What follows belongs to an exercise in optimizing a design on an open flow for small area; a production flow would make more cautious choices. In this exercise RTL edits were held to simulation tests only and were not proved equivalent to the original. No activity file was given, so power comes from the tool's default toggle rates.

`flow/run.sh`:
```
#!/bin/bash
# synth_recipe.tcl (not shown) runs the flow's synth.tcl, then flattens the netlist and writes it again
# the make line also repeats each setting of config.mk as NAME=value (left out here)
make -C /OpenROAD-flow-scripts/flow DESIGN_CONFIG=/design/flow/config.mk WORK_HOME=/design/flow/orfs CLKGATE_MAP_FILE= SYNTH_SCRIPT=/design/flow/synth_recipe.tcl finish
```
`flow/design.v`:
```
module elk_rd (
    input  wire [9:0] code,
    input  wire       rd,
    output wire       rd_out
);
    wire [2:0] n6 = code[9] + code[8] + code[7] + code[6] + code[5] + code[4];
    wire [2:0] n4 = code[3] + code[2] + code[1] + code[0];
    wire rd6 = (n6 > 3'd3)                ? 1'b1 :
               (n6 < 3'd3)                ? 1'b0 :
               (code[9:4] == 6'b000111)   ? 1'b1 :
               (code[9:4] == 6'b111000)   ? 1'b0 : rd;
    assign rd_out = (n4 > 3'd2)              ? 1'b1 :
                    (n4 < 3'd2)              ? 1'b0 :
                    (code[3:0] == 4'b0011)   ? 1'b1 :
                    (code[3:0] == 4'b1100)   ? 1'b0 : rd6;
endmodule
module elk_enc (
    input  wire [7:0] d,
    input  wire       k,
    input  wire       rd,
    output reg  [9:0] code,
    output reg        rd_out
);
    reg [5:0] s6;
    reg [3:0] s4;
    reg       rd6;
    wire      rd_out_w;
    always @(*) begin
        case (d[4:0])
            5'd0: s6 = 6'b100111;
            5'd1: s6 = 6'b011101;
            5'd2: s6 = 6'b101101;
            5'd3: s6 = 6'b110001;
            5'd4: s6 = 6'b110101;
            5'd5: s6 = 6'b101001;
            5'd6: s6 = 6'b011001;
            5'd7: s6 = 6'b111000;
            5'd8: s6 = 6'b111001;
            5'd9: s6 = 6'b100101;
            5'd10: s6 = 6'b010101;
            5'd11: s6 = 6'b110100;
            5'd12: s6 = 6'b001101;
            5'd13: s6 = 6'b101100;
            5'd14: s6 = 6'b011100;
            5'd15: s6 = 6'b010111;
            5'd16: s6 = 6'b011011;
            5'd17: s6 = 6'b100011;
            5'd18: s6 = 6'b010011;
            5'd19: s6 = 6'b110010;
            5'd20: s6 = 6'b001011;
            5'd21: s6 = 6'b101010;
            5'd22: s6 = 6'b011010;
            5'd23: s6 = 6'b111010;
            5'd24: s6 = 6'b110011;
            5'd25: s6 = 6'b100110;
            5'd26: s6 = 6'b010110;
            5'd27: s6 = 6'b110110;
            5'd28: s6 = 6'b001110;
            5'd29: s6 = 6'b101110;
            5'd30: s6 = 6'b011110;
            5'd31: s6 = 6'b101011;
            default: s6 = 6'b000000;
        endcase
        if (k && d[4:0] == 5'd28) s6 = 6'b001111;
        rd6 = rd;
        if (s6[0] + s6[1] + s6[2] + s6[3] + s6[4] + s6[5] != 3'd3)
            rd6 = ~rd;
        if (rd && (rd6 != rd || s6 == 6'b111000))
            s6 = ~s6;
        case (d[7:5])
            3'd0: s4 = 4'b1011;
            3'd1: s4 = 4'b1001;
            3'd2: s4 = 4'b0101;
            3'd3: s4 = 4'b1100;
            3'd4: s4 = 4'b1101;
            3'd5: s4 = 4'b1010;
            3'd6: s4 = 4'b0110;
            default: begin
                if (k || (!rd6 && (d[4:0] == 5'd17 || d[4:0] == 5'd18 || d[4:0] == 5'd20)) ||
                         ( rd6 && (d[4:0] == 5'd11 || d[4:0] == 5'd13 || d[4:0] == 5'd14)))
                    s4 = 4'b0111;    
                else
                    s4 = 4'b1110;    
            end
        endcase
        if (k && d[4:0] == 5'd28) begin
            code = rd ? ~{6'b001111, s4} : {6'b001111, s4};
        end else begin
            if (rd6 && ((s4[0] + s4[1] + s4[2] + s4[3] != 3'd2) || s4 == 4'b1100))
                s4 = ~s4;
            code = {s6, s4};
        end
    end
    elk_rd u_rd (.code(code), .rd(rd), .rd_out(rd_out_w));
    always @(*) rd_out = rd_out_w;
endmodule
module elk_dec (
    input  wire [9:0] code,
    input  wire       rd,
    output wire [7:0] d,
    output wire       is_data,
    output wire       is_s,       
    output wire       is_t,       
    output wire       is_i,       
    output wire       is_e,       
    output wire       rd_out
);
    reg [4:0] d5;
    reg [2:0] d3;
    reg [3:0] s4;
    always @(*) begin
        case (code[9:4])
            6'b000101: d5 = 5'd23;
            6'b000110: d5 = 5'd8;
            6'b000111: d5 = 5'd7;
            6'b001001: d5 = 5'd27;
            6'b001010: d5 = 5'd4;
            6'b001011: d5 = 5'd20;
            6'b001100: d5 = 5'd24;
            6'b001101: d5 = 5'd12;
            6'b001110: d5 = 5'd28;
            6'b001111: d5 = 5'd28;
            6'b010001: d5 = 5'd29;
            6'b010010: d5 = 5'd2;
            6'b010011: d5 = 5'd18;
            6'b010100: d5 = 5'd31;
            6'b010101: d5 = 5'd10;
            6'b010110: d5 = 5'd26;
            6'b010111: d5 = 5'd15;
            6'b011000: d5 = 5'd0;
            6'b011001: d5 = 5'd6;
            6'b011010: d5 = 5'd22;
            6'b011011: d5 = 5'd16;
            6'b011100: d5 = 5'd14;
            6'b011101: d5 = 5'd1;
            6'b011110: d5 = 5'd30;
            6'b100001: d5 = 5'd30;
            6'b100010: d5 = 5'd1;
            6'b100011: d5 = 5'd17;
            6'b100100: d5 = 5'd16;
            6'b100101: d5 = 5'd9;
            6'b100110: d5 = 5'd25;
            6'b100111: d5 = 5'd0;
            6'b101000: d5 = 5'd15;
            6'b101001: d5 = 5'd5;
            6'b101010: d5 = 5'd21;
            6'b101011: d5 = 5'd31;
            6'b101100: d5 = 5'd13;
            6'b101101: d5 = 5'd2;
            6'b101110: d5 = 5'd29;
            6'b110000: d5 = 5'd28;
            6'b110001: d5 = 5'd3;
            6'b110010: d5 = 5'd19;
            6'b110011: d5 = 5'd24;
            6'b110100: d5 = 5'd11;
            6'b110101: d5 = 5'd4;
            6'b110110: d5 = 5'd27;
            6'b111000: d5 = 5'd7;
            6'b111001: d5 = 5'd8;
            6'b111010: d5 = 5'd23;
            default: d5 = 5'd0;
        endcase
        s4 = (code[9:4] == 6'b110000) ? ~code[3:0] : code[3:0];
        case (s4)
            4'b1011, 4'b0100: d3 = 3'd0;
            4'b1001:          d3 = 3'd1;
            4'b0101:          d3 = 3'd2;
            4'b1100, 4'b0011: d3 = 3'd3;
            4'b1101, 4'b0010: d3 = 3'd4;
            4'b1010:          d3 = 3'd5;
            4'b0110:          d3 = 3'd6;
            default:          d3 = 3'd7;
        endcase
    end
    assign d = {d3, d5};
    wire [9:0] c_data, c_s, c_t, c_i, c_e;
    wire       r_data, r_s, r_t, r_i, r_e;
    elk_enc u_data (.d(d),     .k(1'b0), .rd(rd), .code(c_data), .rd_out(r_data));
    elk_enc u_s    (.d(8'hFB), .k(1'b1), .rd(rd), .code(c_s),    .rd_out(r_s));
    elk_enc u_t    (.d(8'hFD), .k(1'b1), .rd(rd), .code(c_t),    .rd_out(r_t));
    elk_enc u_i    (.d(8'hBC), .k(1'b1), .rd(rd), .code(c_i),    .rd_out(r_i));
    elk_enc u_e    (.d(8'h3C), .k(1'b1), .rd(rd), .code(c_e),    .rd_out(r_e));
    assign is_data = (code == c_data);
    assign is_s    = (code == c_s);
    assign is_t    = (code == c_t);
    assign is_i    = (code == c_i);
    assign is_e    = (code == c_e);
    elk_rd u_rd (.code(code), .rd(rd), .rd_out(rd_out));
endmodule
module elk_crc32 (
    input  wire [31:0] crc,
    input  wire [7:0]  d,
    output reg  [31:0] crc_next
);
    integer i;
    always @(*) begin
        crc_next = crc;
        for (i = 0; i < 8; i = i + 1)
            crc_next = {1'b0, crc_next[31:1]} ^ ((crc_next[0] ^ d[i]) ? 32'hEDB88320 : 32'd0);
    end
endmodule
module elkob_pcs (
    input  wire       clk,
    input  wire       rst,
    input  wire       tx_valid,
    input  wire [7:0] tx_data,
    input  wire       tx_last,
    output wire       tx_ready,
    output reg  [9:0] tx_code,
    input  wire [9:0] rx_code,
    output reg        rx_valid,
    output reg  [7:0] rx_data,
    output reg        rx_end,
    output reg        rx_crc_ok,
    output reg        rx_code_err,
    output reg        rx_echo
);
    localparam [2:0] T_BOUND = 3'd0,    
                     T_IDLED = 3'd1,    
                     T_DATA  = 3'd2,    
                     T_CRC   = 3'd3,    
                     T_END   = 3'd4,    
                     T_IDLEK = 3'd5;    
    reg  [2:0]  t_state;
    reg  [1:0]  t_crc_idx;
    reg  [31:0] t_crc;
    reg         t_rd;
    reg  [7:0]  t_byte;
    reg         t_k;
    reg  [2:0]  t_next;
    assign tx_ready = (t_state == T_DATA);
    always @(*) begin
        t_byte = 8'hBC;            
        t_k    = 1'b1;
        t_next = T_IDLED;
        case (t_state)
            T_BOUND: begin
                if (tx_valid) begin
                    t_byte = 8'hFB;    
                    t_next = T_DATA;
                end
            end
            T_IDLED: begin
                t_byte = 8'h50;        
                t_k    = 1'b0;
                t_next = T_BOUND;
            end
            T_DATA: begin
                t_byte = tx_data;
                t_k    = 1'b0;
                t_next = tx_last ? T_CRC : T_DATA;
            end
            T_CRC: begin
                t_byte = ~t_crc[8 * t_crc_idx +: 8];
                t_k    = 1'b0;
                t_next = (t_crc_idx == 2'd3) ? T_END : T_CRC;
            end
            T_END: begin
                t_byte = 8'hFD;        
                t_next = T_IDLEK;
            end
            default: begin             
                t_next = T_IDLED;
            end
        endcase
    end
    wire [9:0]  t_code;
    wire        t_rd_next;
    wire [31:0] t_crc_next;
    elk_enc   u_tx_enc (.d(t_byte), .k(t_k), .rd(t_rd), .code(t_code), .rd_out(t_rd_next));
    elk_crc32 u_tx_crc (.crc(t_crc), .d(tx_data), .crc_next(t_crc_next));
    always @(posedge clk) begin
        if (rst) begin
            t_state   <= T_BOUND;
            t_crc_idx <= 2'd0;
            t_crc     <= 32'hFFFF_FFFF;
            t_rd      <= 1'b0;
            tx_code   <= 10'd0;
        end else begin
            t_state <= t_next;
            t_rd    <= t_rd_next;
            tx_code <= t_code;
            if (t_state == T_BOUND)
                t_crc <= 32'hFFFF_FFFF;
            if (t_state == T_DATA)
                t_crc <= t_crc_next;
            if (t_state == T_CRC)
                t_crc_idx <= t_crc_idx + 2'd1;
            else
                t_crc_idx <= 2'd0;
        end
    end
    reg         r_rd;
    reg         r_in_frame;
    reg  [2:0]  r_count;           
    reg  [31:0] r_last;            
    reg  [31:0] r_crc;             
    wire [7:0]  r_d;
    wire        r_is_data, r_is_s, r_is_t, r_is_i, r_is_e, r_rd_next;
    elk_dec u_rx_dec (.code(rx_code), .rd(r_rd), .d(r_d), .is_data(r_is_data),
                      .is_s(r_is_s), .is_t(r_is_t), .is_i(r_is_i), .is_e(r_is_e),
                      .rd_out(r_rd_next));
    wire        r_err = ~(r_is_data | r_is_s | r_is_t | r_is_i | r_is_e);
    wire [31:0] r_crc_next;
    elk_crc32 u_rx_crc (.crc(r_crc), .d(r_last[31:24]), .crc_next(r_crc_next));
    wire [31:0] r_fcs  = {r_last[31:24], r_last[23:16], r_last[15:8], r_last[7:0]};
    wire [31:0] r_want = ~{r_crc[7:0], r_crc[15:8], r_crc[23:16], r_crc[31:24]};
    wire        r_good = (r_count == 3'd4) && (r_fcs == r_want);
    always @(posedge clk) begin
        if (rst) begin
            r_rd        <= 1'b0;
            r_in_frame  <= 1'b0;
            r_count     <= 3'd0;
            rx_valid    <= 1'b0;
            rx_data     <= 8'd0;
            rx_end      <= 1'b0;
            rx_crc_ok   <= 1'b0;
            rx_code_err <= 1'b0;
            rx_echo     <= 1'b0;
        end else begin
            r_rd        <= r_rd_next;
            rx_code_err <= r_err;
            rx_echo     <= r_is_e;
            rx_valid    <= 1'b0;
            rx_end      <= 1'b0;
            rx_crc_ok   <= 1'b0;
            if (r_in_frame && r_is_data) begin
                rx_valid <= 1'b1;
                rx_data  <= r_d;
                r_last   <= {r_last[23:0], r_d};
                if (r_count == 3'd4)
                    r_crc <= r_crc_next;
                else
                    r_count <= r_count + 3'd1;
            end
            if (r_in_frame && !r_is_data) begin
                rx_end     <= 1'b1;
                rx_crc_ok  <= r_is_t & r_good;
                r_in_frame <= 1'b0;
            end
            if (r_is_s) begin
                r_in_frame <= 1'b1;
                r_count    <= 3'd0;
                r_crc      <= 32'hFFFF_FFFF;
            end
        end
    end
endmodule
```
`flow/constraint.sdc`:
```
create_clock -name core_clock -period 11.0 [get_ports {clk}]
set_input_delay 2.2000 -clock core_clock [delete_from_list [all_inputs] [get_ports {clk}]]
set_output_delay 2.2000 -clock core_clock [all_outputs]
set_load 0.01 [all_outputs]
```
`flow/config.mk`:
```
export PLATFORM = sky130hd
export DESIGN_NAME = elkob_pcs
export DESIGN_NICKNAME = elkob_pcs
export VERILOG_FILES = /design/flow/design.v
export SDC_FILE = /design/flow/constraint.sdc
export NUM_CORES = 4
export LEC_CHECK = 0
export CAP_MARGIN = 20
export CORE_MARGIN = 2
export CORE_UTILIZATION = 40
export SLEW_MARGIN = 20
```
==> key figures <==
Drt
  • Pre-antenna DRT Iters: 5
  • Post-route ant nets: 0
  • DRC violations left: 0
  • Vias: between 7000 and 8000
  • Drt initial violations: 476
  • Drt wl/cell: ~16 microns
  • Vias per cell: between 5 and 6
  • Total Wirelength: ~24000 microns

Worst setup path
  • Most common cell on crit path: ha_1
  • Worst EP required: between 10 and 15 ns
  • Critical-path top delay cell: or4b_2
  • CP Capture Type: flop
  • Worst path bufs/invs: 6
  • Critical path class: primary input to flop
  • Arr. time, crit path: between 10 and 15 ns
  • R2r setup slk: between 1.5 and 2 ns
  • Critical path's top delay family: adder cells
  • CP max FO: 5
  • Max incr delay on CP: between 0.7 and 0.8 ns
  • CP Launch Type: primary input

Synthesis
  • Top post-synthesis cells by area: edfxtp_1 19%, dfxtp_1 13%, xnor2_1 13%, ha_1 6.2%, xor2_1 3.4%
  • Yosys top cell by area: edfxtp_1
  • Most instantiated cells after synthesis: 147 x xnor2_1, 82 x nand2_1, 66 x dfxtp_1, 64 x edfxtp_1, 62 x inv_1
  • EDFF count, synth: 64
  • Fraction of registers with async set/reset: 0%
  • Yosys warnings: 4
  • Distinct cells, synth: approximately 110
  • Most common cell in the netlist: xnor2_1
  • Cells after Synth: roughly 1100
  • Seq cells post-synth: 130
  • Top cell type's share of synthesized area: around a fifth
  • Syn Std Cell Area: 10200 sq um
  • Syn avg cell area: 9.48 sq um
  • Mapped Nets: about 1200
  • Sequential-to-total area share from yosys stat: approximately a third
  • Primary FF master, synth: dfxtp_1

Timing
  • RSZ-0062 raised after global routing: no
  • Least-Margin Pin Slew: between 1 and 1.5 ns
  • Final period util: a little over nine tenths
  • Final Critical Period: between 10 and 15 ns
  • Skew final: between 0.015 and 0.02 ns
  • Fin. Hold Viols: 0
  • Hold_ws: around 0.47 ns
  • Setup violators final: 0
  • Slew Viols, Final: 0
  • Highest Clock Rate: approximately 96 MHz
  • Max-slew headroom: 31.6%

Clocking
  • Hold Buf Count CTS: 0
  • Root Driver: clkbuf_16
  • H-tree depth: 4
  • Clk slew on worst S/H paths: 0.06 ns
  • # clock sinks: 130
  • CTS buffer count: 17
  • Clock Latency Late Sink: between 0.4 and 0.5 ns
  • CTS tree: done
  • Maximum clock insertion buffer count: 2

Global route
  • Met1 GRT Util: about a quarter
  • Grt met2 use: between 20% and 30%
  • Met3 Use GR: between 2 and 3%
  • Antenna violations before repair: 0
  • First-pass GRT wire length: a little under 40000 microns
  • Largest net degree at the start of global routing: 61
  • Vias in the first global route: 7429
  • Busiest grt layer: met2
  • Tot GR Track Use: 18.5%
  • Global route overflow: 0

Place
  • GPL Wtd Cong: between 0.8 and 0.9
  • DP HPWL: 17200 microns
  • Port Buf Inserts: 45

Cells and area
  • Synth-to-layout area growth: 14.9%
  • # diodes: 0
  • Final nets: about 1200
  • Layout cells sized above 1: roughly an eighth

Die
  • Full die area: 26900 sq um
  • Boundary Pins: between 40 and 50
  • Rows: between 50 and 60
  • Core area: 25200 sq um
  • Chip width: 164 microns
  • Initial Util: roughly two fifths
  • Die height: 164 microns

Outcome
  • Status: complete, no violations

Power and ir drop
  • Total power draw: 2.12 mW
  • Clock group share of total power: a little over a quarter
  • Comb pwr share: 46.1%
  • PD cells: around 180 nW/um^2
  • Peak VDD IR: 0.115 mV
  • Switching fraction of total power: roughly 37%
  • Design internal power: 1.33 mW
  • Lkg Pwr: approximately 4.3 nW
  • Net Sw Power: about 0.8 mW
  • Sequential Power Share: 26.6%

Job
  • Number of max-cap violations: 0

Min path
  • Worst min-delay path class: flop to flop
-- per-layer routing --
metal	routed length, microns	share of wire (%)
met4	253	1.1
met2	11100	46
met1	11900	50
met3	766	3.2
met5	0	0
-- logic make-up after synthesis --
| family | after synthesis | share of synthesized area, % |
|---|---|---|
| and+or+nand+nor | 320 | 16.5 |
| AOI/OAI and AO/OA | 217 | 16.4 |
| xor gates and xnor gates | 188 | 16.2 |
| DFF | 130 | 31.7 |
| buffers and inverters | 125 | 5.73 |
| adders and majority gates | 65 | 8.97 |
| muxes | 35 | 4.50 |
-- layout make-up --
cell class | instances | area (sq um)
Clock buffer | 18 | 429
Clock inverter | 14 | 165
Fill cell | 2438 | 13400
Inverter | 67 | 254
Multi-Input combinational cell | 825 | 6450
Sequential cell | 130 | 3240
Tap cell | 330 | 413
Timing Repair Buffer | 87 | 798
-- power groups by stage --
stage / Sequential (mW) / Clock [mW] / Combinational, mW
after floorplan: 0.570 / 0 / 0.722
after global placement: 0.573 / 0 / 0.927
after CTS: 0.562 / 0.592 / 0.966
after detailed placement: 0.573 / 0 / 0.957
after global routing: 0.566 / 0.613 / 1.10
final: 0.562 / 0.579 / 0.975
-- path summary, 6_finish.rpt --
path	from	endpoint	depth (start not counted)
hold / removal	r_last[8]	r_last[16]	0
setup / recovery	tx_valid	t_rd	40
hold reg to reg	r_last[8]	r_last[16]	0
setup reg to reg	t_crc_idx[0]	t_rd	42
-- cells in the final DEF (no fill, tap or decap), types with 5 or more instances in the layout --
master,count
a211oi_1,5
and2_1,5
o21a_1,6
buf_4,39
mux2i_1,21
o211ai_1,8
xor2_1,40
o211a_1,5
nor2b_1,12
xnor2_1,147
nor2_1,52
nor2_2,5
nor3_1,19
ha_1,51
inv_6,6
nand2b_1,52
clkdlybuf4s50_1,44
a22oi_1,5
a311oi_1,5
nor4_1,21
mux4_2,6
o22ai_1,34
fa_1,14
nand4_1,8
a21oi_1,37
or2_2,9
inv_1,61
mux2_4,6
clkbuf_16,17
nand2_1,82
o21ai_1,8
nand3_1,14
a21o_1,7
or3_1,5
dfxtp_1,66
o21ai_0,24
edfxtp_1,64
-- state kept, by name (all words and copies together) (netlist names) --
register	cells
rx_valid	1
rx_crc_ok	1
rx_data	8
r_count	3
t_rd	1
rx_code_err	1
r_last	32
r_crc	32
t_crc	32
r_rd	1
rx_echo	1
tx_code	10
r_in_frame	1
t_crc_idx	2
t_state	3
rx_end	1
-- metrics by stage --
| step | setup slack [ns] | setup TNS, ns | utilization, % | cells | instance area [sq um] |
|---|---|---|---|---|---|
| 2_1_floorplan | 0.169 | 0 | - | 1080 | 10200 |
| 3_3_place_gp | 0.196 | 0 | 44.2 | 1438 | 11100 |
| 3_5_place_dp | -0.120 | -0.120 | 44.2 | 1438 | 11100 |
| 4_1_cts | 0.304 | 0 | 46.6 | 1470 | 11700 |
| 5_1_grt | 0.00895 | 0 | 46.7 | 1471 | 11800 |
| 6_report | 0.569 | 0 | 46.7 | 1471 | 11800 |
-- what timing repair did --
item	CTS	global route
hold endpoints to repair	0	0
setup buffers	0	1
setup endpoints to repair	0	1
gates resized for setup	0	9

port drivers added, routing unchanged:
The flow's constraints put no driver on any port. The routed layout listed below was extracted and timed again, unchanged, in two steps.
Step 1, drivers: a clkbuf_16 drives clk and a buf_2 each remaining input, both assumed.
Step 2 moves the port delays by t, midway between the first and last clock arrival at a register: inputs arrive t later, outputs are due t later. That takes back most of the time a late clock gives input paths.
Slacks: no drivers / after step 1 / after step 2; pairs: no drivers / after step 1.
t (ns): 0.457
setup WS [ns]: 0.569 / 0.591 / 0.134
slew at the worst register clock pin (ns): 0.07 / 0.07
worst data-port slew with drivers (ns): 0.04
After both steps setup and hold are still met in this run. For this run, drivers alone change the setup slack by +0.022 ns; drivers and shift together by -0.435 ns.
